Context: an optimization exercise on an open-source flow, tuned for small area, a short achievable clock period and few clock cycles per item. The choices shown serve that exercise and are no tape-out recipe.
In this exercise RTL edits were held to simulation tests only and were not proved equivalent to the original.

$ cat design/flow/config.mk
export PLATFORM = sky130hd
export DESIGN_NAME = wave_codec
export DESIGN_NICKNAME = wave_codec
export VERILOG_FILES = /design/flow/design.v
export SDC_FILE = /design/flow/constraint.sdc
export NUM_CORES = 4
export LEC_CHECK = 0
export CAP_MARGIN = 20
export CORE_MARGIN = 2
export CORE_UTILIZATION = 40
export PLACE_DENSITY = 0.5
export SETUP_SLACK_MARGIN = 5
export SLEW_MARGIN = 20
export TNS_END_PERCENT = 100
$ cat design/flow/constraint.sdc
create_clock -name core_clock -period 12.0 [get_ports {clk}]
set_input_delay 2.4000 -clock core_clock [delete_from_list [all_inputs] [get_ports {clk}]]
set_output_delay 2.4000 -clock core_clock [all_outputs]
set_load 0.01 [all_outputs]
$ cat design/flow/design.v
module wave_codec (
    input  wire        clk,
    input  wire        rst,         
    input  wire        start,       
    input  wire [7:0]  cfg_q,       
    input  wire        cfg_pred2,   
    input  wire        in_valid,
    output wire        in_ready,
    input  wire [31:0] in_sample,   
    output wire        out_valid,
    input  wire        out_ready,
    output wire [7:0]  out_byte
);
    localparam [2:0] S_A   = 3'd0,    
                     S_B   = 3'd1,    
                     S_DIV = 3'd2,    
                     S_W   = 3'd3,    
                     S_I   = 3'd4;    
    reg [2:0]  state;
    reg [31:0] xin;
    reg        xe;          
    reg [12:0] s8;          
    reg [14:0] s8x3;        
    reg        ll;          
    reg        pred2;
    reg [32:0] r1;          
    reg [31:0] xr;          
    reg        neg;
    reg [34:0] dq;          
    reg [12:0] rem;         
    reg [2:0]  lo3;         
    reg [3:0]  cnt;
    reg [34:0] zz;
    reg        ov;
    wire [15:0] remf = {rem, lo3};
    wire [15:0] h16  = {1'b0, s8, 2'b00};
    wire [15:0] u    = neg ? h16 : remf;
    wire [15:0] v    = neg ? remf : h16;
    wire [17:0] rlo  = {2'b0, xr[15:0]} + {2'b0, v} - {2'b0, u};
    wire [16:0] xhi  = {xr[31], xr[31:16]};
    wire [16:0] xhp  = xhi + 17'd1;
    wire [16:0] xhm  = xhi - 17'd1;
    wire [16:0] rhi  = rlo[17] ? xhm : rlo[16] ? xhp : xhi;
    wire [32:0] rp   = {rhi, rlo[15:0]};
    wire [34:0] xs   = {{3{xin[31]}}, xin};
    wire [34:0] xr35 = {{3{xr[31]}}, xr};
    wire [34:0] xa   = pred2 ? ~(xr35 << 1) : ~xr35;
    wire [34:0] ra   = pred2 ? {{2{r1[32]}}, r1} : 35'd0;
    wire [34:0] ua   = pred2 ? {18'd0, u, 1'b0} : {19'd0, u};
    wire [34:0] va   = pred2 ? ~{18'd0, v, 1'b0} : ~{19'd0, v};
    wire [34:0] hh   = {19'd0, h16};
    wire [34:0] cs1  = xa ^ ra ^ va;
    wire [34:0] cc1  = {(xa[33:0] & ra[33:0]) | (xa[33:0] & va[33:0]) | (ra[33:0] & va[33:0]), 1'b1};
    wire [34:0] cs2  = xs ^ ua ^ hh;
    wire [34:0] cc2  = {(xs[33:0] & ua[33:0]) | (xs[33:0] & hh[33:0]) | (ua[33:0] & hh[33:0]), ll};
    wire [34:0] cs3  = cs1 ^ cc1 ^ cs2;
    wire [34:0] cc3  = {(cs1[33:0] & cc1[33:0]) | (cs1[33:0] & cs2[33:0]) | (cc1[33:0] & cs2[33:0]), 1'b0};
    wire [34:0] ap   = cs3 ^ cc3 ^ cc2;
    wire [34:0] bp   = {(cs3[33:0] & cc3[33:0]) | (cs3[33:0] & cc2[33:0]) | (cc3[33:0] & cc2[33:0]), 1'b0};
    reg  [34:0] gg, pp;
    integer i, j;
    always @* begin
        gg = ap & bp;
        pp = ap ^ bp;
        for (i = 1; i <= 6; i = i + 1)
            for (j = 34; j >= 0; j = j - 1)
                if (j >= (1 << (i - 1))) begin
                    gg[j] = gg[j] | (pp[j] & gg[j - (1 << (i - 1))]);
                    pp[j] = pp[j] & pp[j - (1 << (i - 1))];
                end
    end
    wire [34:0] hp   = ap ^ bp;
    wire [34:0] w0   = hp ^ {gg[33:0], 1'b0};
    wire [34:0] w1   = hp ^ {gg[33:0] | pp[33:0], 1'b1};
    wire        neg_a = w0[34];
    wire [33:0] num_a = neg_a ? ~w0[33:0] : (ll ? w0[33:0] : w1[33:0]);
    wire [30:0] nq  = dq[33:3];
    wire c2  = ~|nq[30:15] & (nq[14:2]  < s8);
    wire c4  = ~|nq[30:17] & (nq[16:4]  < s8);
    wire c6  = ~|nq[30:19] & (nq[18:6]  < s8);
    wire c8  = ~|nq[30:21] & (nq[20:8]  < s8);
    wire c12 = ~|nq[30:25] & (nq[24:12] < s8);
    wire o2  = c2;
    wire o4  = c4  & ~c2;
    wire o6  = c6  & ~c4;
    wire o8  = c8  & ~c6;
    wire o12 = c12 & ~c8;
    wire o24 = ~c12;
    wire [14:0] tt_b =
          ({15{o2 }} & nq[14:0])
        | ({15{o4 }} & nq[16:2])
        | ({15{o6 }} & nq[18:4])
        | ({15{o8 }} & nq[20:6])
        | ({15{o12}} & nq[24:10])
        | ({15{o24}} & {6'd0, nq[30:22]});
    wire [32:0] dq_b =
          ({33{o4 }} & {nq[1:0],  31'd0})
        | ({33{o6 }} & {nq[3:0],  29'd0})
        | ({33{o8 }} & {nq[5:0],  27'd0})
        | ({33{o12}} & {nq[9:0],  23'd0})
        | ({33{o24}} & {nq[21:0], 11'd0});
    wire [3:0] cnt_b =
          ({4{o4 }} & 4'd1) | ({4{o6 }} & 4'd2) | ({4{o8 }} & 4'd3)
        | ({4{o12}} & 4'd5) | ({4{o24}} & 4'd11);
    wire        in_b = (state == S_B);
    wire [14:0] tt  = in_b ? tt_b : {rem, dq[34:33]};
    wire [32:0] dqs = in_b ? dq_b : dq[32:0];
    wire [15:0] d1  = {1'b0, tt} - {3'b0, s8};
    wire [15:0] d2  = {1'b0, tt} - {2'b0, s8, 1'b0};
    wire [15:0] d3  = {1'b0, tt} - {1'b0, s8x3};
    wire        g1  = ~d1[15];
    wire        g2  = ~d2[15];
    wire        g3  = ~d3[15];
    wire [12:0] rem_s = g3 ? d3[12:0] : g2 ? d2[12:0] : g1 ? d1[12:0] : tt[12:0];
    wire [34:0] dq_s  = {dqs, g2, g3 | (g1 & ~g2)};
    wire done_s = in_b ? (ll | o2) : (state == S_DIV) & (cnt == 4'd1);
    wire [34:0] zsrc = (in_b & ll) | (state == S_W) ? dq : dq_s;
    wire more   = |zz[34:7];
    wire can_ld = ~ov | (out_ready & ~more);
    wire ld_z   = can_ld & (done_s | (state == S_W));
    assign in_ready  = xe;
    assign out_valid = ov;
    assign out_byte  = {more, zz[6:0]};
    wire [12:0] s8_in = s8[5:0] * 13'd125;
    always @(posedge clk) begin
        if (rst) begin
            state <= S_A;
            xe    <= 1'b1;
            ov    <= 1'b0;
        end else begin
            if (ld_z) begin
                zz <= {zsrc[33:0], neg};
                ov <= 1'b1;
            end else if (ov & out_ready) begin
                zz <= {7'd0, zz[34:7]};
                if (~more) ov <= 1'b0;
            end
            if (xe & in_valid & ~start) begin
                xin <= in_sample;
                xe  <= 1'b0;
            end
            case (state)
                S_A, S_I: begin
                    if (start) begin
                        s8    <= {7'd0, cfg_q[5:0]};
                        ll    <= (cfg_q[5:0] == 6'd0);
                        pred2 <= cfg_pred2;
                        r1    <= 33'd0;
                        xr    <= 32'd0;
                        neg   <= 1'b0;
                        state <= S_I;
                    end else if (state == S_I) begin
                        s8    <= s8_in;
                        s8x3  <= s8[5:0] * 15'd375;
                        rem   <= {1'b0, s8_in[12:1]};
                        lo3   <= {s8_in[0], 2'b00};
                        state <= S_A;
                    end else if (~xe) begin
                        r1    <= rp;
                        xr    <= xin;
                        xe    <= 1'b1;
                        neg   <= neg_a;
                        dq    <= {1'b0, num_a};
                        rem   <= 13'd0;
                        lo3   <= ll ? 3'd0 : num_a[2:0];
                        state <= S_B;
                    end
                end
                S_B: begin
                    if (~ll) begin
                        rem <= rem_s;
                        dq  <= dq_s;
                        cnt <= cnt_b;
                    end
                    if (done_s)
                        state <= ld_z ? S_A : S_W;
                    else
                        state <= S_DIV;
                end
                S_DIV: begin
                    rem <= rem_s;
                    dq  <= dq_s;
                    cnt <= cnt - 4'd1;
                    if (done_s)
                        state <= ld_z ? S_A : S_W;
                end
                S_W: begin
                    if (ld_z)
                        state <= S_A;
                end
                default: state <= S_A;
            endcase
        end
    end
endmodule
$ cat design/flow/run.sh
#!/bin/bash
# synth_recipe.tcl (not shown) runs the flow's synth.tcl, then flattens the netlist and writes it again
# the make line also repeats each setting of config.mk as NAME=value (left out here)
make -C /OpenROAD-flow-scripts/flow DESIGN_CONFIG=/design/flow/config.mk WORK_HOME=/design/flow/orfs CLKGATE_MAP_FILE= SYNTH_SCRIPT=/design/flow/synth_recipe.tcl finish
==> run_results.csv, run 1 <==
group,metric,value,unit
placement,hpwl,52.4,mm
cts,holdBufCountCts,0,
timing,drv_slew,0,
logic_synthesis,ys.flop_type,"edfxtp_1",
timing,rsz0062_at_grt,"no",
cts,h-tree-depth,1,
routing,antenna_left,0,
logic_synthesis,synth_most_common_cell,"inv_1",
routing,num_vias,18600,
global_routing,overflow,0,
timing,fmax,148,MHz
logic_synthesis,seq_area_frac_synth,28.9,%
die,core,56600,um2
logic_synthesis,synth_area,23000,um2
critical_path,cp_common_cell,"fa_1",
cts,root_buffer,"clkbuf_16",
critical_path,critPathMaxFanout,19,
global_routing,grt_max_degree,100,
critical_path,worstPathCellList,"mux2_2, mux2_2, fa_1, fa_1, inv_1, fa_1, inv_1, ha_1, and2_4, a221o_1, or3b_1, a311oi_1, or4b_4, a2111o_1, nand3_2, buf_12, mux2i_1, xnor2_1, o21a_1",
logic_synthesis,syn_avg_cell_area,9.13,um2
cts,insertion_delay,0.59,ns
logic_synthesis,synth_edf_count,218,
die,rows,87,
timing,hold_viol_final,0,
layout,final_cells,3289,
logic_synthesis,netlist_instances,2516,
hold_path,hold_path.class,"flop to flop",
timing,period_minus_slack,6.76,ns
placement,place.port_buffers,53,
routing,wl_met2,31.6,mm
logic_synthesis,ys_types,82,
die,die_y,244,um
cts,cts_tree,"done",
logic_synthesis,ys_top_cells_by_count,"inv_1, ha_1, edfxtp_1, nand2_1, nor2_1",
routing,firstDrtPassIters,8,
critical_path,cp-start-kind,"flop",
global_routing,grt_usage,23.2,%
critical_path,cpMaxStageDelayCell,"edfxtp_1",
layout,syn_to_final_growth,9.92,%
layout,fillers,5575,
routing,drc,0,
logic_synthesis,ys_seq_elements,223,
logic_synthesis,synthArstFlopShare,0,%
die,dieArea,59400,um2
layout,drive_gt1_share,6.32,%
routing,topRoutingLayerUsed,"met4",
routing,drt_iter0_markers,1545,
die,die_x,244,um
die,start_util,40.6,%
timing,finalSetupViolations,0,
routing,via_per_inst,5.64,
placement,dp_cells,3224,
cts,clockBufferDepth,3,
hold_path,hp-start,"zz[12]$_DFFE_PP_",
critical_path,crit_required,12.35,ns
critical_path,r2r-start,"s8[3]$_DFFE_PP_",
global_routing,grt_pass1_wl,108,mm
timing,tns,0,ns
routing,wl,69.4,mm
routing,detail_route.wl_per_cell,21.1,um
timing,slew_headroom,30.7,%
placement,place.gp.congestion,0.907,
timing,fin_crit_sh,56.3,%
critical_path,cp-end-kind,"flop",
critical_path,cp-startpoint,"s8[3]$_DFFE_PP_",
cts,path_clk_slew,0.06,ns
global_routing,grt_pass1_vias,18700,
global_routing,antenna_found_initial,0,
outcome,status,"complete, no violations",
critical_path,slowest_delay,0.67,ns
cts,clock_sinks,223,
cts,numCtsBuffers,30,
routing,wl_met3,3.79,mm
layout,nets,2919,
logic_synthesis,synthTopCellsByArea,"edfxtp_1, ha_1, fa_1, inv_1, a21oi_1",
logic_synthesis,synth_top_cell_area_share,28.5,%
job,cap_viol_max_count,0,
timing,skew,0.0157,ns
critical_path,worstPathArrival,7.11,ns
critical_path,critical_path_class,"flop to flop",
critical_path,r2r_slack,5.24,ns
routing,met1Wirelength,32.4,mm
die,ioPinCount,56,
logic_synthesis,yosys_warnings,1,
timing,worst_pin_slew,1.04,ns
logic_synthesis,syn_nets,2923,
logic_synthesis,yosysTopAreaCell,"edfxtp_1",
layout,diodes,0,
[repair_timing]
item | 4_1_cts | 5_1_grt
setup endpoints to repair | 51 | 47
resized for setup | 13 | 14
buffers inserted | 2 | 8
cloned | 0 | 2
[stage by stage]
stage                     area (um2)  hold WS, ns  worst slack [ns]  utilization (%)
after CTS                      25100        0.566              5.02             44.3
after detailed placement       24100        0.549              4.14             42.6
after global placement         24100        0.550              4.08             42.6
final                          25300        0.564              5.24             44.6
after floorplan                23000        0.522              5.47                -
after global routing           25300        0.597              4.99             44.6
[cells in the final DEF, fill, tap and decap left out, types with 16 or more instances in the layout]
cell	netlist	final
o21bai_1	25	25
nor3_1	33	30
ha_1	238	238
and2_1	17	16
a31oi_1	23	20
a21o_1	47	47
xor2_1	40	40
o21ai_0	84	83
nor2_1	185	181
nand3_1	35	35
o211ai_1	16	16
a22oi_1	20	20
nor2b_1	44	44
o21a_1	22	21
nor4_1	23	23
and3_1	33	33
inv_1	299	297
buf_4	10	36
nand4_1	27	27
a222oi_1	24	24
fa_1	123	123
a21oi_1	181	180
nand2_1	210	210
clkbuf_16	0	33
xnor2_1	67	67
nand2b_1	23	22
o21ai_1	64	64
mux2_2	40	40
mux2i_1	76	72
clkdlybuf4s50_1	0	52
edfxtp_1	218	218
[metal layers]
metal,global-route usage (%),vias up
li1,-,8867
met1,32.9,9070
met2,37.4,506
met3,2.57,108
met4,6.62,0
met5,0,-
[final timing paths]
check | cells past startpoint | endpoint
worst max-delay path | 19 | dq[19]$_DFFE_PP_
worst min-delay path | 2 | zz[5]$_DFFE_PP_
worst max register to register | 19 | dq[19]$_DFFE_PP_
worst min register to register | 2 | zz[5]$_DFFE_PP_
[cell families after synthesis]
logic type               synth area share [%]
multiplexers                             5.37
AND/OR/NAND/NOR                          14.1
flip-flops                               28.9
AO/OA/AOI/OAI                            16.4
XOR/XNOR                                 4.08
buffers and inverters                    7.38
adder cells (fa/ha/maj)                  23.7
[area by class of cell]
class                      count  area [um2]  area share, %
clock inverter                16        87.6          0.347
tap                          756         946           3.75
timing repair buffer          93         901           3.57
inverter                     301        1140           4.50
sequential                   223        6650           26.3
multi-input combinational   1863       14700           58.4
clock buffer                  37         798           3.16
[critical path, delay by kind of cell (launching register included)]
kind,cells,cell delay (ns)
AO/OA/AOI/OAI,4,1.22
buffers and inverters,3,0.31
flip-flops,1,0.67
XOR/XNOR,1,0.20
AND/OR/NAND/NOR,4,1.18
adder cells (fa/ha/maj),4,1.88
multiplexers,3,1.00
[flip-flops by register name, summed over array words and instances (netlist names), 3 cells and up]
signal,flops
zz,35
cnt,4
s8,13
lo3,3
rem,13
dq,35
xin,32
s8x3,15
xr,32
state,3
r1,33
Testbench counts, summed over its fixed seeds: cycles 25,884, items 9,600.
==> inputs of run 2 (changes only) <==
--- a/design/flow/design.v
+++ b/design/flow/design.v
@@ -24,7 +24,7 @@
     reg        ll;          
     reg        pred2;
     reg [32:0] r1;          
-    reg [31:0] xr;          
+    reg [34:0] xa;          
     reg        neg;
     reg [34:0] dq;          
     reg [12:0] rem;         
@@ -37,15 +37,15 @@
     wire [15:0] u    = neg ? h16 : remf;
     wire [15:0] v    = neg ? remf : h16;
     wire [17:0] rlo  = {2'b0, xr[15:0]} + {2'b0, v} - {2'b0, u};
+    wire [31:0] xr   = pred2 ? ~xa[32:1] : ~xa[31:0];    
     wire [16:0] xhi  = {xr[31], xr[31:16]};
     wire [16:0] xhp  = xhi + 17'd1;
     wire [16:0] xhm  = xhi - 17'd1;
     wire [16:0] rhi  = rlo[17] ? xhm : rlo[16] ? xhp : xhi;
     wire [32:0] rp   = {rhi, rlo[15:0]};
     wire [34:0] xs   = {{3{xin[31]}}, xin};
-    wire [34:0] xr35 = {{3{xr[31]}}, xr};
-    wire [34:0] xa   = pred2 ? ~(xr35 << 1) : ~xr35;
-    wire [34:0] ra   = pred2 ? {{2{r1[32]}}, r1} : 35'd0;
+    wire [34:0] ra   = {{2{r1[32]}}, r1};
+    wire [34:0] xin35 = {{3{xin[31]}}, xin};
     wire [34:0] ua   = pred2 ? {18'd0, u, 1'b0} : {19'd0, u};
     wire [34:0] va   = pred2 ? ~{18'd0, v, 1'b0} : ~{19'd0, v};
     wire [34:0] hh   = {19'd0, h16};
@@ -146,7 +146,7 @@
                         ll    <= (cfg_q[5:0] == 6'd0);
                         pred2 <= cfg_pred2;
                         r1    <= 33'd0;
-                        xr    <= 32'd0;
+                        xa    <= {35{1'b1}};
                         neg   <= 1'b0;
                         state <= S_I;
                     end else if (state == S_I) begin
@@ -156,8 +156,8 @@
                         lo3   <= {s8_in[0], 2'b00};
                         state <= S_A;
                     end else if (~xe) begin
-                        r1    <= rp;
-                        xr    <= xin;
+                        r1    <= pred2 ? rp : 33'd0;
+                        xa    <= pred2 ? ~(xin35 << 1) : ~xin35;
                         xe    <= 1'b1;
                         neg   <= neg_a;
                         dq    <= {1'b0, num_a};
==> run 2 against run 1 <==
  * Register-to-register slack improved by 0.14 ns
  * Non-clock buffer count rose by 21
  * Sequential share of layout area fell by 0.43 points
==> run_results.csv, run 2 <==
group,metric,value,unit
timing,worst_pin_slew,1.12,ns
layout,drive_gt1_share,7.51,%
global_routing,grt_pass1_vias,18600,
routing,drc,0,
logic_synthesis,ys.flop_type,"edfxtp_1",
timing,period_minus_slack,6.62,ns
critical_path,slowest_delay,0.56,ns
logic_synthesis,synth_area,23100,um2
timing,finalSetupViolations,0,
logic_synthesis,synthArstFlopShare,0,%
timing,rsz0062_at_grt,"no",
layout,largestRegisters,"dq: 35 flops, zz: 35 flops",
logic_synthesis,yosys_warnings,1,
placement,place.gp.congestion,0.916,
critical_path,critical_path_class,"flop to flop",
routing,num_vias,18800,
logic_synthesis,seq_area_frac_synth,28.9,%
critical_path,worstPathArrival,6.94,ns
logic_synthesis,synth_top_cell_area_share,28.5,%
logic_synthesis,yosysTopAreaCell,"edfxtp_1",
timing,drv_slew,0,
critical_path,cp_common_cell,"mux2i_1",
layout,diodes,0,
routing,antenna_left,0,
cts,holdBufCountCts,0,
timing,slew_headroom,24.7,%
global_routing,overflow,0,
timing,hold_viol_final,0,
global_routing,grt_pass1_wl,112,mm
routing,via_per_inst,5.65,
cts,root_buffer,"clkbuf_16",
cts,h-tree-depth,1,
global_routing,grt_max_degree,71,
global_routing,antenna_found_initial,0,
routing,drt_iter0_markers,1740,
timing,fin_crit_sh,55.1,%
die,start_util,40.2,%
logic_synthesis,synth_edf_count,219,
critical_path,critPathMaxFanout,53,
job,cap_viol_max_count,0,
critical_path,crit_required,12.33,ns
critical_path,cp-end-kind,"flop",
placement,hpwl,54.4,mm
logic_synthesis,ys_seq_elements,224,
logic_synthesis,synth_most_common_cell,"inv_1",
logic_synthesis,syn_nets,2938,
layout,final_common_cell,"inv_1",
routing,firstDrtPassIters,6,
timing,tns,0,ns
hold_path,hold_path.class,"flop to flop",
critical_path,cpMaxStageDelayCell,"fa_1",
die,core,57400,um2
layout,syn_to_final_growth,11.7,%
outcome,status,"complete, no violations",
layout,fin_util,45.0,%
critical_path,worst-path-buf-inv,4,
timing,skew,0.0173,ns
placement,place.port_buffers,53,
cts,numCtsBuffers,30,
routing,detail_route.wl_per_cell,21.6,um
critical_path,cp-start-kind,"flop",
cts,cts_tree,"done",
logic_synthesis,ys_types,83,
die,ioPinCount,56,
timing,fmax,151,MHz
critical_path,r2r_slack,5.38,ns
layout,nets,2956,
die,die_x,244,um
die,rows,88,
critical_path,cp_top_family,"adder cells",
logic_synthesis,netlist_instances,2528,
logic_synthesis,synthTopCellsByArea,"edfxtp_1, ha_1, fa_1, mux2i_1, inv_1",
critical_path,worstPathCellList,"buf_12, mux2i_1, mux2i_1, fa_1, fa_1, inv_1, fa_1, inv_1, ha_1, a21oi_1, a211oi_1, o21ai_0, nand3_1, a2111o_1, a31oi_1, xnor2_2, clkbuf_8, mux2i_1, xnor2_1, mux2i_1",
cts,insertion_delay,0.59,ns
layout,final_cell_mix,"inv_1, nand2_1, ha_1, edfxtp_1, a21oi_1",
logic_synthesis,syn_avg_cell_area,9.13,um2
global_routing,grt_usage,24.2,%
die,die_y,244,um
cts,path_clk_slew,0.06,ns
logic_synthesis,ys_top_cells_by_count,"inv_1, nand2_1, ha_1, edfxtp_1, a21oi_1",
cts,clock_sinks,224,
routing,wl,72.1,mm
die,dieArea,59700,um2
cts,clockBufferDepth,3,
==> run 2: cell count changes after synthesis, sizes merged, moves of 14 or more <==
cell   previous run  this run
mux2i            76       108
nand2           210       242
nor2b            44        16
inv             301       284
mux2             42        28
nor3             33        47
==> run 2: per-layer routing <==
layer / up-vias / wire [um] / global-route usage, % / part of all wire, %
met2: 545 / 32600 / 39.0 / 45
met5: - / 0 / 0 / 0
met3: 103 / 4070 / 2.69 / 5.6
li1: 9025 / - / - / -
met4: 0 / 1670 / 5.42 / 2.3
met1: 9158 / 33800 / 34.7 / 47
==> run 2: stage by stage <==
stage | cell area (um2) | cells | hold slack [ns] | worst slack, ns
2_1_floorplan | 23100 | 2528 | 0.522 | 5.17
6_report | 25800 | 3335 | 0.557 | 5.38
4_1_cts | 25600 | 3319 | 0.560 | 5.01
3_3_place_gp | 24400 | 3254 | 0.543 | 4.38
3_5_place_dp | 24400 | 3254 | 0.541 | 4.36
5_1_grt | 25800 | 3335 | 0.576 | 4.99
==> run 2: worst paths after layout <==
kind                           end               from  cells after the start
setup / recovery  dq[27]$_DFFE_PP_  neg$_SDFFCE_PP0P_                     20
hold / removal     zz[3]$_DFFE_PP_   zz[10]$_DFFE_PP_                      2
setup reg to reg  dq[27]$_DFFE_PP_  neg$_SDFFCE_PP0P_                     20
hold reg to reg    zz[3]$_DFFE_PP_   zz[10]$_DFFE_PP_                      2
==> run 2: cells by family after synthesis <==
kind of cell,after synthesis,synth area share [%]
fa+ha+maj,364,23.8
buf+inv,413,6.91
compound gates,611,16.7
mux,136,6.05
flops,224,28.9
simple gates,671,13.6
xor+xnor,109,4.14
==> run 2: area by class of cell <==
type,count,area (um2)
fill,5510,31600
multi-input combinational,1891,15000
sequential,224,6680
inverter,285,1100
timing repair buffer,114,1010
tap,765,957
clock buffer,37,798
clock inverter,19,289
==> run 2: repair_timing <==
item                       CTS  global route
gates resized for setup     13            35
buffers inserted             9            16
setup endpoints to repair   50            50
==> run 2: worst reg2reg max path, cell delays in order (launching register included) <==
cell and delay [ns]:
edfxtp_1 0.37, buf_12 0.30, mux2i_1 0.41, mux2i_1 0.15, fa_1 0.48, fa_1 0.56
inv_1 0.05, fa_1 0.47, inv_1 0.05, ha_1 0.37, a21oi_1 0.36, a211oi_1 0.16
o21ai_0 0.38, nand3_1 0.28, a2111o_1 0.46, a31oi_1 0.27, xnor2_2 0.15, clkbuf_8 0.37
mux2i_1 0.19, xnor2_1 0.41, mux2i_1 0.13
Testbench counts of run 2, summed over its fixed seeds: cycles 25,884, items 9,600.
==> inputs of run 3 (changes only) <==
--- a/design/flow/design.v
+++ b/design/flow/design.v
@@ -63,11 +63,15 @@
         gg = ap & bp;
         pp = ap ^ bp;
         for (i = 1; i <= 6; i = i + 1)
-            for (j = 34; j >= 0; j = j - 1)
-                if (j >= (1 << (i - 1))) begin
-                    gg[j] = gg[j] | (pp[j] & gg[j - (1 << (i - 1))]);
-                    pp[j] = pp[j] & pp[j - (1 << (i - 1))];
-                end
+            for (j = (1 << i) - 1; j < 35; j = j + (1 << i)) begin
+                gg[j] = gg[j] | (pp[j] & gg[j - (1 << (i - 1))]);
+                pp[j] = pp[j] & pp[j - (1 << (i - 1))];
+            end
+        for (i = 6; i > 0; i = i - 1)
+            for (j = (1 << i) + (1 << (i - 1)) - 1; j < 35; j = j + (1 << i)) begin
+                gg[j] = gg[j] | (pp[j] & gg[j - (1 << (i - 1))]);
+                pp[j] = pp[j] & pp[j - (1 << (i - 1))];
+            end
     end
     wire [34:0] hp   = ap ^ bp;
     wire [34:0] w0   = hp ^ {gg[33:0], 1'b0};
==> design/flow/flow/run.sh (new file) <==
#!/bin/bash
set -euo pipefail
bash standard.sh finish SETUP_SLACK_MARGIN=7 TNS_END_PERCENT=100 > layout_make.log 2>&1
==> design/flow/standard.sh (new file) <==
#!/bin/bash
# synth_recipe.tcl (not shown) runs the flow's synth.tcl, then flattens the netlist and writes it again
# the make line also repeats each setting of config.mk as NAME=value (left out here)
make -C /OpenROAD-flow-scripts/flow DESIGN_CONFIG=/design/flow/config.mk WORK_HOME=/design/flow/orfs CLKGATE_MAP_FILE= SYNTH_SCRIPT=/design/flow/synth_recipe.tcl "${@:-finish}"
--- a/design/flow/config.mk
+++ b/design/flow/config.mk
@@ -9,6 +9,4 @@
 export CORE_MARGIN = 2
 export CORE_UTILIZATION = 40
 export PLACE_DENSITY = 0.5
-export SETUP_SLACK_MARGIN = 5
 export SLEW_MARGIN = 20
-export TNS_END_PERCENT = 100
removed: design/flow/run.sh
==> run 3 against run 2 <==
  * Sequential share of layout area decreased by 2.3 points
  * Maximum frequency increased by 9.6%
  * Critical endpoint is now dq[33]$_DFFE_PP_
  * Highest routed layer unchanged
==> run_results.csv, run 3 <==
group,metric,value,unit
routing,detail_route.wl_per_cell,22.0,um
timing,hold_ws,0.560,ns
placement,place.port_buffers,53,
critical_path,reg2reg_to,"dq[33]$_DFFE_PP_",
logic_synthesis,netlist_instances,2373,
job,cap_viol_max_count,0,
cts,clockBufferDepth,3,
critical_path,r2r_cells,24,
routing,drc,0,
critical_path,critPathMaxFanout,5,
critical_path,worst-path-buf-inv,7,
routing,antenna_left,0,
hold_path,hp-start,"zz[19]$_DFFE_PP_",
global_routing,grt_max_degree,68,
routing,via_per_inst,5.63,
critical_path,slowest_delay,0.55,ns
hold_path,hold_end,"zz[12]$_DFFE_PP_",
logic_synthesis,seq_area_frac_synth,29.4,%
critical_path,r2r-start,"neg$_SDFFCE_PP0P_",
logic_synthesis,yosysTopAreaCell,"edfxtp_1",
timing,worst_pin_slew,1.07,ns
routing,wl,73.7,mm
critical_path,r2r_slack,5.96,ns
timing,tns,0,ns
logic_synthesis,ys_seq_elements,224,
critical_path,cp-start-kind,"flop",
hold_path,min_path_cells,2,
timing,hold_viol_final,0,
critical_path,cp.depth,24,
logic_synthesis,yosys_warnings,1,
layout,final_common_cell,"inv_1",
die,die_y,242,um
logic_synthesis,ys_types,75,
placement,dp_cells,3096,
layout,syn_to_final_growth,24.5,%
logic_synthesis,synth_top_cell_area_share,28.9,%
global_routing,grt_pass1_wl,114,mm
logic_synthesis,syn_avg_cell_area,9.58,um2
cts,cts_tree,"done",
timing,period_minus_slack,6.04,ns
logic_synthesis,synth_most_common_cell,"inv_1",
placement,hpwl,52.3,mm
critical_path,cp_top_family,"adder cells",
cts,root_buffer,"clkbuf_16",
layout,diodes,0,
layout,largestRegisters,"dq: 35 flops, zz: 35 flops",
global_routing,grt_pass1_vias,19200,
routing,num_vias,18900,
layout,final_cell_mix,"inv_1, edfxtp_1, ha_1, buf_4, nand2_1",
global_routing,antenna_found_initial,0,
layout,drive_gt1_share,21.4,%
timing,fin_crit_sh,50.3,%
routing,drt_iter0_markers,1609,
logic_synthesis,syn_nets,2796,
hold_path,hold_path.class,"flop to flop",
critical_path,worstPathCellList,"buf_6, buf_12, buf_6, mux2i_4, mux2i_2, fa_1, fa_1, inv_1, fa_1, inv_1, ha_1, a21oi_2, o21ai_2, or3_1, o22a_1, buf_6, a311oi_4, buf_4, nand2_2, fa_2, a41oi_2, mux2i_4, xnor2_2, o21ai_0",
critical_path,worstPathArrival,6.33,ns
die,dieArea,58700,um2
die,ioPinCount,56,
die,core,56300,um2
cts,clock_sinks,224,
timing,skew,0.0139,ns
cts,insertion_delay,0.58,ns
die,die_x,242,um
cts,path_clk_slew,0.07,ns
critical_path,crit_required,12.30,ns
global_routing,grt_usage,24.9,%
cts,h-tree-depth,1,
cts,numCtsBuffers,28,
logic_synthesis,synth_edf_count,219,
timing,fmax,166,MHz
critical_path,cp-end-kind,"flop",
timing,finalSetupViolations,0,
timing,rsz0062_at_grt,"yes",
die,start_util,40.4,%
logic_synthesis,synthTopCellsByArea,"edfxtp_1, ha_1, fa_1, mux2i_1, inv_1",
layout,final_cells,3351,
global_routing,overflow,0,
critical_path,cpMaxStageDelayCell,"fa_1",
logic_synthesis,ys_top_cells_by_count,"inv_1, ha_1, edfxtp_1, nand2_1, a21oi_1",
placement,place.gp.congestion,0.886,
logic_synthesis,ys.flop_type,"edfxtp_1",
timing,drv_slew,0,
logic_synthesis,synthArstFlopShare,0,%
die,rows,87,
outcome,status,"complete, no violations",
logic_synthesis,synth_area,22700,um2
placement,post-place-ws,4.61,ns
routing,firstDrtPassIters,6,
critical_path,critical_path_class,"flop to flop",
timing,slew_headroom,28.6,%
timing,timing.final.ws_setup,5.96,ns
layout,nets,2996,
run 3: metal layers:
layer | up-vias | track usage, % | part of all wire (%)
met5 | - | 0 | 0
met1 | 9180 | 34.3 | 45
met2 | 616 | 40.0 | 45
met3 | 166 | 3.68 | 6.2
met4 | 0 | 8.66 | 3.7
li1 | 8889 | - | -
run 3: repair_timing:
item	4_1_cts	5_1_grt
resized for setup	238	80
cloned	9	1
setup endpoints to repair	68	65
pin swaps	74	61
hold buffers	0	0
buffers inserted	165	28
endpoints found under the hold margin	0	0
run 3: worst max-delay path by stage:
stage	from	end	slack, ns
floorplan	pred2$_DFFE_PP_	dq[30]$_DFFE_PP_	6.13
global placement	s8[4]$_DFFE_PP_	dq[11]$_DFFE_PP_	4.72
detailed placement	s8[4]$_DFFE_PP_	dq[33]$_DFFE_PP_	4.61
CTS	neg$_SDFFCE_PP0P_	dq[31]$_DFFE_PP_	6.04
global route	neg$_SDFFCE_PP0P_	dq[27]$_DFFE_PP_	5.75
finish	neg$_SDFFCE_PP0P_	dq[33]$_DFFE_PP_	5.96
run 3: kinds of logic after synthesis:
group                      share of synthesized area [%]
adders and majority gates                           25.3
and+or+nand+nor                                     12.6
AOI/OAI and AO/OA                                   16.5
DFF                                                 29.4
muxes                                               5.74
buffers and inverters                               6.27
xor gates and xnor gates                            4.16
run 3: final cells by class:
cell class	count	area, um2
Fill cell	5241	28000
Multi-Input combinational cell	1783	16000
Sequential cell	224	6680
Timing Repair Buffer	283	2710
Inverter	253	996
Tap cell	756	946
Clock buffer	39	783
Clock inverter	13	151
run 3: tightest hold or removal path: stages (launching register included):
cell	delay (ns)
edfxtp_1	0.34
nand2_1	0.05
o21ai_0	0.06
run 3: through the flow:
stage	util [%]	cell area [um2]
after floorplan	-	23100
after global placement	43.1	24300
after detailed placement	43.1	24300
after CTS	49.2	27700
after global routing	50.3	28300
final	50.3	28300
Testbench counts of run 3, summed over its fixed seeds: cycles 25,884, items 9,600.
==> inputs of run 4 (changes only) <==
--- a/design/flow/design.v
+++ b/design/flow/design.v
@@ -49,14 +49,14 @@
     wire [34:0] ua   = pred2 ? {18'd0, u, 1'b0} : {19'd0, u};
     wire [34:0] va   = pred2 ? ~{18'd0, v, 1'b0} : ~{19'd0, v};
     wire [34:0] hh   = {19'd0, h16};
-    wire [34:0] cs1  = xa ^ ra ^ va;
-    wire [34:0] cc1  = {(xa[33:0] & ra[33:0]) | (xa[33:0] & va[33:0]) | (ra[33:0] & va[33:0]), 1'b1};
-    wire [34:0] cs2  = xs ^ ua ^ hh;
-    wire [34:0] cc2  = {(xs[33:0] & ua[33:0]) | (xs[33:0] & hh[33:0]) | (ua[33:0] & hh[33:0]), ll};
-    wire [34:0] cs3  = cs1 ^ cc1 ^ cs2;
-    wire [34:0] cc3  = {(cs1[33:0] & cc1[33:0]) | (cs1[33:0] & cs2[33:0]) | (cc1[33:0] & cs2[33:0]), 1'b0};
-    wire [34:0] ap   = cs3 ^ cc3 ^ cc2;
-    wire [34:0] bp   = {(cs3[33:0] & cc3[33:0]) | (cs3[33:0] & cc2[33:0]) | (cc3[33:0] & cc2[33:0]), 1'b0};
+    wire [34:0] cs1  = xa ^ ra ^ xs;
+    wire [34:0] cc1  = {(xa[33:0] & ra[33:0]) | (xa[33:0] & xs[33:0]) | (ra[33:0] & xs[33:0]), 1'b1};
+    wire [34:0] cs2  = cs1 ^ cc1 ^ hh;
+    wire [34:0] cc2  = {(cs1[33:0] & cc1[33:0]) | (cs1[33:0] & hh[33:0]) | (cc1[33:0] & hh[33:0]), ll};
+    wire [34:0] cs3  = cs2 ^ cc2 ^ ua;
+    wire [34:0] cc3  = {(cs2[33:0] & cc2[33:0]) | (cs2[33:0] & ua[33:0]) | (cc2[33:0] & ua[33:0]), 1'b0};
+    wire [34:0] ap   = cs3 ^ cc3 ^ va;
+    wire [34:0] bp   = {(cs3[33:0] & cc3[33:0]) | (cs3[33:0] & va[33:0]) | (cc3[33:0] & va[33:0]), 1'b0};
     reg  [34:0] gg, pp;
     integer i, j;
     always @* begin
@@ -125,7 +125,7 @@
     assign in_ready  = xe;
     assign out_valid = ov;
     assign out_byte  = {more, zz[6:0]};
-    wire [12:0] s8_in = s8[5:0] * 13'd125;
+    wire [12:0] s8_in = {s8[5:0], 7'd0} - {5'd0, s8[5:0], 2'd0} + {7'd0, s8[5:0]};
     always @(posedge clk) begin
         if (rst) begin
             state <= S_A;
@@ -155,7 +155,7 @@
                         state <= S_I;
                     end else if (state == S_I) begin
                         s8    <= s8_in;
-                        s8x3  <= s8[5:0] * 15'd375;
+                        s8x3  <= {1'b0, s8[5:0], 8'd0} + {2'b0, s8[5:0], 7'd0} - {6'd0, s8[5:0], 3'd0} - {9'd0, s8[5:0]};
                         rem   <= {1'b0, s8_in[12:1]};
                         lo3   <= {s8_in[0], 2'b00};
                         state <= S_A;
==> design/flow/run.sh (new file) <==
#!/bin/bash
# synth_recipe.tcl (not shown) runs the flow's synth.tcl, then flattens the netlist and writes it again
# the make line also repeats each setting of config.mk as NAME=value (left out here)
make -C /OpenROAD-flow-scripts/flow DESIGN_CONFIG=/design/flow/config.mk WORK_HOME=/design/flow/orfs CLKGATE_MAP_FILE= SYNTH_SCRIPT=/design/flow/synth_recipe.tcl finish
--- a/design/flow/config.mk
+++ b/design/flow/config.mk
@@ -9,4 +9,6 @@
 export CORE_MARGIN = 2
 export CORE_UTILIZATION = 40
 export PLACE_DENSITY = 0.5
+export SETUP_SLACK_MARGIN = 5
 export SLEW_MARGIN = 20
+export TNS_END_PERCENT = 100
removed: design/flow/flow/run.sh
removed: design/flow/standard.sh
==> run 4 against run 3 <==
  * Global-route usage fell by 2.1 points
  * Maximum frequency fell by 9.2%
  * First-iteration DRC count fell by 21%
  * Critical path type unchanged
==> run_results.csv, run 4 <==
group,metric,value,unit
layout,fillers,5400,
cts,insertion_delay,0.60,ns
cts,clock_sinks,224,
logic_synthesis,syn_avg_cell_area,9.47,um2
layout,syn_to_final_growth,10.4,%
timing,fin_crit_sh,55.4,%
routing,antenna_left,0,
die,die_x,241,um
die,die_y,241,um
timing,rsz0062_at_grt,"no",
logic_synthesis,syn_nets,2777,
cts,h-tree-depth,1,
critical_path,cp-start-kind,"flop",
timing,drv_slew,0,
logic_synthesis,synthArstFlopShare,0,%
routing,num_vias,17600,
cts,clockBufferDepth,3,
logic_synthesis,ys_top_cells_by_count,"inv_1, ha_1, edfxtp_1, nand2_1, nor2_1",
cts,cts_tree,"done",
global_routing,grt_usage,22.8,%
die,start_util,40.7,%
critical_path,crit_required,12.33,ns
logic_synthesis,netlist_instances,2375,
critical_path,worstPathCellList,"inv_1, ha_1, a211oi_1, nor2_1, o31ai_1, o211ai_2, and2_4, a2111oi_0, a31oi_1, ha_1, or3_1, o221ai_1, a21oi_1, a31oi_1, o21ai_1, nor3b_4, buf_12, mux2_2, o211ai_1, o221ai_1",
layout,final_common_cell,"inv_1",
layout,fin_area,24800,um2
placement,place.gp.congestion,0.913,
cts,root_buffer,"clkbuf_16",
cts,path_clk_slew,0.06,ns
die,core,55300,um2
timing,finalSetupViolations,0,
routing,drc,0,
die,ioPinCount,56,
logic_synthesis,seq_area_frac_synth,29.7,%
die,rows,86,
layout,nets,2787,
global_routing,grt_max_degree,68,
logic_synthesis,ys_types,94,
placement,hpwl,49.5,mm
logic_synthesis,synth_edf_count,219,
timing,slew_headroom,26.3,%
logic_synthesis,synth_area,22500,um2
layout,largestRegisters,"dq: 35 flops, zz: 35 flops",
critical_path,cp_top_family,"compound AO/OA/AOI/OAI gates",
logic_synthesis,yosys_warnings,1,
critical_path,critPathMaxFanout,20,
critical_path,critical_path_class,"flop to flop",
logic_synthesis,ys.flop_type,"edfxtp_1",
layout,diodes,0,
critical_path,cpMaxStageDelayCell,"a2111oi_0",
global_routing,grt_pass1_vias,17700,
logic_synthesis,synthTopCellsByArea,"edfxtp_1, ha_1, fa_1, inv_1, mux2i_1",
logic_synthesis,ys_seq_elements,224,
global_routing,overflow,0,
critical_path,worst-path-buf-inv,2,
critical_path,slowest_delay,0.69,ns
cts,holdBufCountCts,0,
timing,hold_viol_final,0,
placement,place.port_buffers,53,
cts,numCtsBuffers,29,
logic_synthesis,yosysTopAreaCell,"edfxtp_1",
die,dieArea,58200,um2
global_routing,antenna_found_initial,0,
outcome,status,"complete, no violations",
global_routing,grt_pass1_wl,102,mm
routing,detail_route.wl_per_cell,20.7,um
routing,firstDrtPassIters,7,
critical_path,worstPathArrival,6.98,ns
critical_path,cp-end-kind,"flop",
timing,worst_pin_slew,1.10,ns
hold_path,hold_path.class,"flop to flop",
timing,tns,0,ns
timing,skew,0.0128,ns
placement,placed_area,23800,um2
timing,period_minus_slack,6.65,ns
logic_synthesis,synth_top_cell_area_share,29.2,%
layout,final_cell_mix,"inv_1, ha_1, edfxtp_1, nand2_1, nor2_1",
routing,wl,65.4,mm
logic_synthesis,synth_most_common_cell,"inv_1",
job,cap_viol_max_count,0,
routing,via_per_inst,5.59,
layout,drive_gt1_share,8.18,%
routing,drt_iter0_markers,1267,
timing,fmax,150,MHz
-- run 4: repair_timing --
action | 4_1_cts | 5_1_grt
pin swaps | 0 | 2
buffers inserted | 3 | 6
gates resized for setup | 5 | 6
setup endpoints to repair | 13 | 20
-- run 4: cell families after synthesis --
| kind of cell | share of synthesized area [%] |
|---|---|
| adders and majority gates | 23.7 |
| xor gates and xnor gates | 3.97 |
| AOI/OAI and AO/OA | 16.6 |
| and+or+nand+nor | 12.8 |
| muxes | 6.56 |
| buffers and inverters | 6.67 |
| DFF | 29.7 |
-- run 4: path summary, 6_finish.rpt --
kind / start / end / slack [ns] / cells past startpoint
max: s8[6]$_SDFFCE_PP0P_ / rem[2]$_DFFE_PP_ / 5.35 / 20
min: zz[20]$_DFFE_PP_ / zz[13]$_DFFE_PP_ / 0.56 / 2
max reg2reg: s8[6]$_SDFFCE_PP0P_ / rem[2]$_DFFE_PP_ / 5.35 / 20
min reg2reg: zz[20]$_DFFE_PP_ / zz[13]$_DFFE_PP_ / 0.56 / 2
-- run 4: worst reg2reg max path: stages, from the launching register on --
cell and delay, ns:
edfxtp_1 0.40, inv_1 0.59, ha_1 0.39, a211oi_1 0.25, nor2_1 0.08, o31ai_1 0.27, o211ai_2 0.25, and2_4 0.31
a2111oi_0 0.70, a31oi_1 0.38, ha_1 0.33, or3_1 0.37, o221ai_1 0.23, a21oi_1 0.17, a31oi_1 0.36, o21ai_1 0.18
nor3b_4 0.25, buf_12 0.17, mux2_2 0.34, o211ai_1 0.20, o221ai_1 0.14
-- run 4: layout make-up --
type                    count  area (um2)  share of cell area [%]
well taps                 748         936                    3.77
repair buffers            101         907                    3.65
clock inverters            21         201                   0.811
clock buffers              33         741                    2.98
multi-input cells        1776       14400                    58.1
inverters                 253         953                    3.84
flip-flops and latches    224        6680                    26.9
-- run 4: stage by stage --
step	setup WS, ns	instances	hold slack [ns]	util (%)
2_1_floorplan	5.60	2375	0.522	-
3_3_place_gp	4.74	3093	0.545	43.0
3_5_place_dp	4.64	3093	0.546	43.0
4_1_cts	5.01	3150	0.561	44.8
5_1_grt	5.04	3156	0.585	44.9
6_report	5.35	3156	0.557	44.9
-- run 4: per-layer routing --
metal | wire length (um) | track usage, %
met2 | 28900 | 36.0
met5 | 0 | 0
met3 | 4270 | 4.17
met4 | 1580 | 6.47
met1 | 30600 | 32.0
Testbench counts of run 4, summed over its fixed seeds: cycles 25,884, items 9,600.
==> inputs of run 5 (changes only) <==
--- a/design/flow/design.v
+++ b/design/flow/design.v
@@ -21,6 +21,7 @@
     reg        xe;          
     reg [12:0] s8;          
     reg [14:0] s8x3;        
+    reg [6:0]  tl;          
     reg        ll;          
     reg        pred2;
     reg [32:0] r1;          
@@ -79,11 +80,11 @@
     wire        neg_a = w0[34];
     wire [33:0] num_a = neg_a ? ~w0[33:0] : (ll ? w0[33:0] : w1[33:0]);
     wire [30:0] nq  = dq[33:3];
-    wire c2  = ~|nq[30:15] & (nq[14:2]  < s8);
-    wire c4  = ~|nq[30:17] & (nq[16:4]  < s8);
-    wire c6  = ~|nq[30:19] & (nq[18:6]  < s8);
-    wire c8  = ~|nq[30:21] & (nq[20:8]  < s8);
-    wire c12 = ~|nq[30:25] & (nq[24:12] < s8);
+    wire c2  = ~|(nq[30:2]  & {{16{1'b1}}, tl, 6'd0});
+    wire c4  = ~|(nq[30:4]  & {{14{1'b1}}, tl, 6'd0});
+    wire c6  = ~|(nq[30:6]  & {{12{1'b1}}, tl, 6'd0});
+    wire c8  = ~|(nq[30:8]  & {{10{1'b1}}, tl, 6'd0});
+    wire c12 = ~|(nq[30:12] & {{6{1'b1}},  tl, 6'd0});
     wire o2  = c2;
     wire o4  = c4  & ~c2;
     wire o6  = c6  & ~c4;
@@ -155,6 +156,8 @@
                         state <= S_I;
                     end else if (state == S_I) begin
                         s8    <= s8_in;
+                        tl    <= {1'b1, ~|s8_in[12:12], ~|s8_in[12:11], ~|s8_in[12:10],
+                                  ~|s8_in[12:9], ~|s8_in[12:8], ~|s8_in[12:7]};
                         s8x3  <= {1'b0, s8[5:0], 8'd0} + {2'b0, s8[5:0], 7'd0} - {6'd0, s8[5:0], 3'd0} - {9'd0, s8[5:0]};
                         rem   <= {1'b0, s8_in[12:1]};
                         lo3   <= {s8_in[0], 2'b00};
==> run 5 against run 4 <==
  * Still clean on timing, DRC and antenna
  * Via count decreased by 2.5%
  * Utilization decreased by 0.46 points
  * Register-to-register slack improved by 0.27 ns
  * Die area decreased by 2.5%
  * Clock skew increased by 0.0037 ns
  * Global-route usage about the same
  * First-iteration DRC count increased by 8.8%
  * Critical path type unchanged
  * Highest routed layer unchanged
==> run_results.csv, run 5 <==
group,metric,value,unit
logic_synthesis,netlist_instances,2339,
logic_synthesis,synth_compound_area_share,16.1,%
logic_synthesis,ys.flop_type,"edfxtp_1",
outcome,status,"complete, no violations",
cts,h-tree-depth,1,
global_routing,overflow,0,
timing,skew,0.0165,ns
placement,hpwl,48.8,mm
layout,fin_util,44.5,%
cts,post_cts_buffers,0,
routing,num_vias,17200,
logic_synthesis,synth_edf_count,225,
die,die_y,238,um
routing,firstDrtPassIters,6,
timing,worst_pin_slew,1.04,ns
global_routing,grt_max_degree,68,
logic_synthesis,syn_nets,2681,
critical_path,cp-start-kind,"flop",
critical_path,r2r_slack,5.62,ns
logic_synthesis,synth-adder-area-share,20.9,%
cts,cts_tree,"done",
layout,largestRegisters,"dq: 35 flops, zz: 35 flops",
cts,path_clk_slew,0.06,ns
logic_synthesis,yosysTopAreaCell,"edfxtp_1",
logic_synthesis,synth-xor-area-share,3.51,%
cts,numCtsBuffers,29,
logic_synthesis,synthArstFlopShare,0,%
layout,drive_gt1_share,7.66,%
logic_synthesis,ys_types,98,
die,dieArea,56700,um2
cts,clockBufferDepth,3,
logic_synthesis,yosys.area_share.simple,14.9,%
timing,period_minus_slack,6.38,ns
timing,tns,0,ns
cts,insertion_delay,0.59,ns
layout,syn_to_final_growth,9.46,%
critical_path,slowest_delay,0.76,ns
critical_path,crit_required,12.34,ns
timing,hold_viol_final,0,
placement,place.port_buffers,53,
cts,postCtsResizedCells,0,
layout,diodes,0,
critical_path,reg2reg_to,"rem[12]$_SDFFCE_PP0P_",
cts,clock_sinks,230,
timing,finalSetupViolations,0,
global_routing,grt_pass1_wl,101,mm
timing,rsz0062_at_grt,"no",
logic_synthesis,ys_top_cells_by_count,"inv_1, edfxtp_1, nand2_1, nor2_1, ha_1",
routing,wl,64.2,mm
layout,final_common_cell,"inv_1",
logic_synthesis,ys_seq_elements,230,
routing,drc,0,
logic_synthesis,synth_area,21900,um2
global_routing,grt_pass1_vias,17200,
logic_synthesis,synth_most_common_cell,"inv_1",
critical_path,worstPathArrival,6.72,ns
critical_path,r2r_cells,21,
critical_path,r2r-start,"dq[31]$_DFFE_PP_",
routing,drt_iter0_markers,1379,
logic_synthesis,yosys_warnings,1,
placement,place.gp.congestion,0.877,
timing,fmax,157,MHz
routing,antenna_left,0,
hold_path,hold_path.class,"flop to flop",
critical_path,cp-end-kind,"flop",
hold_path,min_path_cells,2,
routing,via_per_inst,5.65,
layout,final_cell_mix,"inv_1, edfxtp_1, nand2_1, nor2_1, ha_1",
timing,drv_slew,0,
logic_synthesis,seq_area_frac_synth,31.3,%
cts,root_buffer,"clkbuf_16",
logic_synthesis,synth_top_cell_area_share,30.8,%
critical_path,critical_path_class,"flop to flop",
logic_synthesis,synthMuxAreaShare,6.26,%
logic_synthesis,syn_avg_cell_area,9.38,um2
hold_path,hp-start,"zz[7]$_DFFE_PP_",
layout,nets,2670,
die,start_util,40.6,%
critical_path,critPathMaxFanout,27,
die,core,54000,um2
die,rows,85,
job,cap_viol_max_count,0,
critical_path,worstPathCellList,"nor4_4, nand2_1, or2_0, buf_4, nor2_2, a22o_1, a21oi_1, a31oi_1, inv_1, ha_1, inv_1, fa_1, a21o_1, a311oi_2, a22oi_2, a41oi_2, a21oi_1, or3_1, or2_1, a31oi_1, a221o_1",
routing,detail_route.wl_per_cell,21.1,um
global_routing,antenna_found_initial,0,
die,ioPinCount,56,
logic_synthesis,synth_top_family_by_area,"adder cells",
logic_synthesis,synthTopCellsByArea,"edfxtp_1, fa_1, ha_1, inv_1, mux2i_1",
timing,slew_headroom,30.3,%
timing,fin_crit_sh,53.2,%
cts,holdBufCountCts,0,
die,die_x,238,um
hold_path,hold_end,"zz[0]$_DFFE_PP_",
critical_path,cpMaxStageDelayCell,"nor2_2",
global_routing,grt_usage,22.8,%
[run 5: cell count changes in the layout (fill, tap and decap cells not counted), sizes merged, moves of 13 or more]
cell	before	now
ha	239	179
o21ai	134	104
a21o	46	24
buf	48	29
nand2	197	216
xnor2	66	51
a31oi	28	41
and2	10	23
[run 5: cell families after synthesis]
logic type,after synthesis
buffers and inverters,381
adders and majority gates,296
DFF,230
muxes,131
xor gates and xnor gates,88
AOI/OAI and AO/OA,530
and+or+nand+nor,683
[run 5: critical path: cells and delay by family (launching register included)]
family | cells | cell delay (ns)
fa+ha+maj | 2 | 0.44
flops | 1 | 0.53
compound gates | 10 | 2.40
buf+inv | 3 | 0.41
simple gates | 6 | 2.33
[run 5: layout make-up]
class	count	area, um2
inverter	257	965
multi-input combinational	1728	13600
tap	696	871
clock buffer	33	741
clock inverter	20	258
fill	5288	30000
timing repair buffer	82	748
sequential	230	6860
[run 5: routing by layer]
layer  global-route usage (%)  part of all wire (%)
met5                        0                     0
met3                     2.87                   5.5
met2                     36.2                    45
met1                     33.2                    48
met4                     5.44                   2.0
[run 5: worst max path at each step]
stage	slack, ns	depth (start not counted)	endpoint	startpoint
after global placement	5.70	21	rem[12]$_SDFFCE_PP0P_	dq[31]$_DFFE_PP_
final	5.62	21	rem[12]$_SDFFCE_PP0P_	dq[31]$_DFFE_PP_
after CTS	5.65	21	rem[12]$_SDFFCE_PP0P_	dq[31]$_DFFE_PP_
after global routing	5.18	22	dq[23]$_DFFE_PP_	neg$_SDFFCE_PP0P_
after detailed placement	5.71	21	rem[12]$_SDFFCE_PP0P_	dq[31]$_DFFE_PP_
after floorplan	5.19	4	neg$_SDFFCE_PP0P_	rst
[run 5: metrics by stage]
stage	cell area (um2)	setup slack (ns)	std cells	hold WS, ns
floorplan	21900	5.19	2339	0.517
global placement	23000	5.70	2993	0.535
detailed placement	23000	5.71	2993	0.533
CTS	24000	5.65	3046	0.549
global route	24000	5.18	3046	0.585
finish	24000	5.62	3046	0.550
Testbench counts of run 5, summed over its fixed seeds: cycles 27,199, items 9,600.
==> inputs of run 6 (changes only) <==
--- a/design/flow/design.v
+++ b/design/flow/design.v
@@ -17,11 +17,9 @@
                      S_W   = 3'd3,    
                      S_I   = 3'd4;    
     reg [2:0]  state;
-    reg [31:0] xin;
-    reg        xe;          
+    reg        rdy;         
     reg [12:0] s8;          
     reg [14:0] s8x3;        
-    reg [6:0]  tl;          
     reg        ll;          
     reg        pred2;
     reg [32:0] r1;          
@@ -44,20 +42,19 @@
     wire [16:0] xhm  = xhi - 17'd1;
     wire [16:0] rhi  = rlo[17] ? xhm : rlo[16] ? xhp : xhi;
     wire [32:0] rp   = {rhi, rlo[15:0]};
-    wire [34:0] xs   = {{3{xin[31]}}, xin};
+    wire [34:0] xs   = {{3{in_sample[31]}}, in_sample};
     wire [34:0] ra   = {{2{r1[32]}}, r1};
-    wire [34:0] xin35 = {{3{xin[31]}}, xin};
     wire [34:0] ua   = pred2 ? {18'd0, u, 1'b0} : {19'd0, u};
     wire [34:0] va   = pred2 ? ~{18'd0, v, 1'b0} : ~{19'd0, v};
     wire [34:0] hh   = {19'd0, h16};
-    wire [34:0] cs1  = xa ^ ra ^ xs;
-    wire [34:0] cc1  = {(xa[33:0] & ra[33:0]) | (xa[33:0] & xs[33:0]) | (ra[33:0] & xs[33:0]), 1'b1};
-    wire [34:0] cs2  = cs1 ^ cc1 ^ hh;
-    wire [34:0] cc2  = {(cs1[33:0] & cc1[33:0]) | (cs1[33:0] & hh[33:0]) | (cc1[33:0] & hh[33:0]), ll};
-    wire [34:0] cs3  = cs2 ^ cc2 ^ ua;
-    wire [34:0] cc3  = {(cs2[33:0] & cc2[33:0]) | (cs2[33:0] & ua[33:0]) | (cc2[33:0] & ua[33:0]), 1'b0};
-    wire [34:0] ap   = cs3 ^ cc3 ^ va;
-    wire [34:0] bp   = {(cs3[33:0] & cc3[33:0]) | (cs3[33:0] & va[33:0]) | (cc3[33:0] & va[33:0]), 1'b0};
+    wire [34:0] cs1  = xa ^ ra ^ hh;
+    wire [34:0] cc1  = {(xa[33:0] & ra[33:0]) | (xa[33:0] & hh[33:0]) | (ra[33:0] & hh[33:0]), 1'b1};
+    wire [34:0] cs2  = cs1 ^ cc1 ^ ua;
+    wire [34:0] cc2  = {(cs1[33:0] & cc1[33:0]) | (cs1[33:0] & ua[33:0]) | (cc1[33:0] & ua[33:0]), ll};
+    wire [34:0] cs3  = cs2 ^ cc2 ^ va;
+    wire [34:0] cc3  = {(cs2[33:0] & cc2[33:0]) | (cs2[33:0] & va[33:0]) | (cc2[33:0] & va[33:0]), 1'b0};
+    wire [34:0] ap   = cs3 ^ cc3 ^ xs;
+    wire [34:0] bp   = {(cs3[33:0] & cc3[33:0]) | (cs3[33:0] & xs[33:0]) | (cc3[33:0] & xs[33:0]), 1'b0};
     reg  [34:0] gg, pp;
     integer i, j;
     always @* begin
@@ -80,11 +77,11 @@
     wire        neg_a = w0[34];
     wire [33:0] num_a = neg_a ? ~w0[33:0] : (ll ? w0[33:0] : w1[33:0]);
     wire [30:0] nq  = dq[33:3];
-    wire c2  = ~|(nq[30:2]  & {{16{1'b1}}, tl, 6'd0});
-    wire c4  = ~|(nq[30:4]  & {{14{1'b1}}, tl, 6'd0});
-    wire c6  = ~|(nq[30:6]  & {{12{1'b1}}, tl, 6'd0});
-    wire c8  = ~|(nq[30:8]  & {{10{1'b1}}, tl, 6'd0});
-    wire c12 = ~|(nq[30:12] & {{6{1'b1}},  tl, 6'd0});
+    wire c2  = ~|nq[30:15] & (nq[14:2]  < s8);
+    wire c4  = ~|nq[30:17] & (nq[16:4]  < s8);
+    wire c6  = ~|nq[30:19] & (nq[18:6]  < s8);
+    wire c8  = ~|nq[30:21] & (nq[20:8]  < s8);
+    wire c12 = ~|nq[30:25] & (nq[24:12] < s8);
     wire o2  = c2;
     wire o4  = c4  & ~c2;
     wire o6  = c6  & ~c4;
@@ -123,14 +120,14 @@
     wire more   = |zz[34:7];
     wire can_ld = ~ov | (out_ready & ~more);
     wire ld_z   = can_ld & (done_s | (state == S_W));
-    assign in_ready  = xe;
+    assign in_ready  = rdy;
     assign out_valid = ov;
     assign out_byte  = {more, zz[6:0]};
     wire [12:0] s8_in = {s8[5:0], 7'd0} - {5'd0, s8[5:0], 2'd0} + {7'd0, s8[5:0]};
     always @(posedge clk) begin
         if (rst) begin
             state <= S_A;
-            xe    <= 1'b1;
+            rdy   <= 1'b1;
             ov    <= 1'b0;
         end else begin
             if (ld_z) begin
@@ -139,10 +136,6 @@
             end else if (ov & out_ready) begin
                 zz <= {7'd0, zz[34:7]};
                 if (~more) ov <= 1'b0;
-            end
-            if (xe & in_valid & ~start) begin
-                xin <= in_sample;
-                xe  <= 1'b0;
             end
             case (state)
                 S_A, S_I: begin
@@ -153,19 +146,19 @@
                         r1    <= 33'd0;
                         xa    <= {35{1'b1}};
                         neg   <= 1'b0;
+                        rdy   <= 1'b0;
                         state <= S_I;
                     end else if (state == S_I) begin
                         s8    <= s8_in;
-                        tl    <= {1'b1, ~|s8_in[12:12], ~|s8_in[12:11], ~|s8_in[12:10],
-                                  ~|s8_in[12:9], ~|s8_in[12:8], ~|s8_in[12:7]};
                         s8x3  <= {1'b0, s8[5:0], 8'd0} + {2'b0, s8[5:0], 7'd0} - {6'd0, s8[5:0], 3'd0} - {9'd0, s8[5:0]};
                         rem   <= {1'b0, s8_in[12:1]};
                         lo3   <= {s8_in[0], 2'b00};
+                        rdy   <= 1'b1;
                         state <= S_A;
-                    end else if (~xe) begin
+                    end else if (in_valid) begin
                         r1    <= pred2 ? rp : 33'd0;
-                        xa    <= pred2 ? ~(xin35 << 1) : ~xin35;
-                        xe    <= 1'b1;
+                        xa    <= pred2 ? ~(xs << 1) : ~xs;
+                        rdy   <= 1'b0;
                         neg   <= neg_a;
                         dq    <= {1'b0, num_a};
                         rem   <= 13'd0;
@@ -179,21 +172,26 @@
                         dq  <= dq_s;
                         cnt <= cnt_b;
                     end
-                    if (done_s)
+                    if (done_s) begin
                         state <= ld_z ? S_A : S_W;
-                    else
+                        rdy   <= ld_z;
+                    end else
                         state <= S_DIV;
                 end
                 S_DIV: begin
                     rem <= rem_s;
                     dq  <= dq_s;
                     cnt <= cnt - 4'd1;
-                    if (done_s)
+                    if (done_s) begin
                         state <= ld_z ? S_A : S_W;
+                        rdy   <= ld_z;
+                    end
                 end
                 S_W: begin
-                    if (ld_z)
+                    if (ld_z) begin
                         state <= S_A;
+                        rdy   <= 1'b1;
+                    end
                 end
                 default: state <= S_A;
             endcase
==> run 6 against run 5 <==
  * Cell area fell by 1.5%
  * Utilization shrank 0.31 points
  * Worst hold slack improved by 0.0093 ns
  * Global-route usage rose by 1.3 points
  * Synthesized cell count is 3.2% higher
  * Clock skew is 0.0041 ns lower
  * Flip-flop and latch count decreased by 38
  * Non-clock buffer count is 21 higher
  * Maximum frequency shrank 4.9%
  * Critical path depth fell by 1
  * Critical path type unchanged
==> run_results.csv, run 6 <==
group,metric,value,unit
cts,numCtsBuffers,17,
global_routing,overflow,0,
layout,syn_to_final_growth,9.64,%
cts,holdBufCountCts,0,
routing,antenna_left,0,
logic_synthesis,ys.flop_type,"edfxtp_1",
global_routing,antenna_found_initial,1,
logic_synthesis,syn_nets,2817,
logic_synthesis,synth_area,21600,um2
routing,num_vias,18000,
timing,period_minus_slack,6.71,ns
outcome,status,"complete, no violations",
critical_path,r2r_cells,20,
logic_synthesis,ys_types,75,
routing,via_per_inst,5.76,
logic_synthesis,ys_seq_elements,192,
layout,final_common_cell,"nand2_1",
placement,place.gp.congestion,0.898,
routing,firstDrtPassIters,8,
timing,drv_slew,0,
timing,rsz0062_at_grt,"no",
logic_synthesis,synthTopCellsByArea,"edfxtp_1, ha_1, fa_1, nand2_1, inv_1",
timing,hold_viol_final,0,
global_routing,grt_max_degree,83,
global_routing,grt_usage,24.1,%
die,dieArea,55800,um2
placement,hpwl,51.3,mm
cts,root_buffer,"clkbuf_16",
timing,skew,0.0124,ns
timing,slew_headroom,31.8,%
logic_synthesis,yosys_warnings,1,
timing,finalSetupViolations,0,
logic_synthesis,synth_edf_count,187,
layout,drive_gt1_share,6.64,%
critical_path,critPathMaxFanout,21,
layout,nets,2815,
timing,fmax,149,MHz
cts,h-tree-depth,4,
routing,drc,0,
logic_synthesis,synthArstFlopShare,0,%
placement,post-place-ws,4.31,ns
timing,fin_crit_sh,55.9,%
global_routing,grt_pass1_wl,104,mm
die,rows,85,
logic_synthesis,syn_avg_cell_area,8.94,um2
routing,detail_route.wl_per_cell,21.3,um
routing,wl,66.5,mm
cts,path_clk_slew,0.08,ns
timing,worst_pin_slew,1.02,ns
run 6: cell types whose count changed after synthesis, moves of 17 or more:
cell	previous run	this run
ha_1	179	239
edfxtp_1	225	187
inv_1	256	239
nand2_1	216	254
o21ai_0	92	158
clkbuf_1	68	101
buf_2	31	4
run 6: cell type report:
cell class | instances | area (um2)
timing repair buffer | 103 | 948
fill | 5327 | 29900
clock buffer | 18 | 429
inverter | 241 | 916
multi-input combinational | 1858 | 14600
clock inverter | 14 | 148
tap | 696 | 871
sequential | 192 | 5720
run 6: cells by family (layout without fill, tap and decap cells):
| group | Yosys count | in the layout | share of synthesized area, % |
|---|---|---|---|
| adders and majority gates | 356 | 356 | 24.7 |
| buffers and inverters | 365 | 376 | 6.55 |
| xor gates and xnor gates | 102 | 102 | 4.14 |
| and+or+nand+nor | 679 | 679 | 14.6 |
| muxes | 121 | 121 | 5.81 |
| AOI/OAI and AO/OA | 600 | 600 | 17.7 |
| DFF | 192 | 192 | 26.5 |
run 6: what timing repair did:
item                                   CTS  global route
pin swaps                                0             1
resized for setup                       10            20
setup endpoints to repair               19            33
gates cloned                             0             0
endpoints found under the hold margin    0             0
setup buffers                            4             8
run 6: worst paths after layout:
| kind | from | endpoint | slack, ns |
|---|---|---|---|
| setup / recovery | s8[12]$_SDFFCE_PP0P_ | zz[1]$_DFFE_PP_ | 5.29 |
| hold / removal | zz[20]$_DFFE_PP_ | zz[13]$_DFFE_PP_ | 0.56 |
| setup reg to reg | s8[12]$_SDFFCE_PP0P_ | zz[1]$_DFFE_PP_ | 5.29 |
| hold reg to reg | zz[20]$_DFFE_PP_ | zz[13]$_DFFE_PP_ | 0.56 |
run 6: per-layer routing:
metal  part of all wire, %  GRT usage (%)
met5                     0              0
met1                    47           34.6
met3                   6.2           4.03
met4                   2.0           6.14
met2                    44           37.8
run 6: through the flow:
step	util (%)	cells	hold WS [ns]	instance area [um2]
5_1_grt	44.1	3122	0.588	23700
3_3_place_gp	42.6	3076	0.545	22800
4_1_cts	43.8	3112	0.559	23500
2_1_floorplan	-	2415	0.522	21600
3_5_place_dp	42.6	3076	0.542	22800
6_report	44.1	3122	0.559	23700
run 6: critical path, stage by stage (launching register included):
cell        delay (ns)
edfxtp_1          0.54
clkinvlp_4        0.30
ha_1              0.39
nand4_1           0.19
or4_1             0.62
o32ai_2           0.48
o211a_4           0.40
a22oi_1           0.17
a31oi_4           0.35
inv_1             0.08
ha_1              0.22
fa_1              0.41
nor2b_1           0.14
o21ai_0           0.11
a21boi_0          0.33
o221ai_1          0.32
a21oi_1           0.37
a211oi_4          0.18
o211ai_1          0.39
a311oi_1          0.23
a21o_1            0.22
Testbench counts of run 6, summed over its fixed seeds: cycles 25,884, items 9,600.

[port drivers added, routing unchanged]
The flow's constraints put no driver on any port. The routed layouts listed below were extracted and timed again, unchanged, in two steps.
Step 1 assumes that a clkbuf_16 drives the clock port and a buf_2 every other input.
Step 2 times the ports against the registers' clock, not the clock port: input delays grow and output delays shrink by t, the midpoint of the rising clock arrivals with the driver on.
Three values: ideal ports, drivers, drivers and shift; two values: the first two.
| run | t, ns | setup slack, ns | pins driven straight from the clock port |
|---|---|---|---|
| run 1 | 0.647 | 5.240 / 5.240 / 5.240 | 1 |
| run 2 | 0.649 | 5.383 / 5.383 / 5.383 | 1 |
| run 3 | 0.631 | 5.963 / 5.963 / 5.963 | 1 |
| run 4 | 0.653 | 5.352 / 5.352 / 5.352 | 1 |
| run 5 | 0.645 | 5.621 / 5.621 / 5.621 | 1 |
| run 6 | 0.554 | 5.295 / 5.295 / 4.934 | 1 |
After both steps setup and hold are still met in every run listed. The setup slack of run 6, which loses most, moves by 0.000 ns with the drivers and by -0.361 ns with both steps.
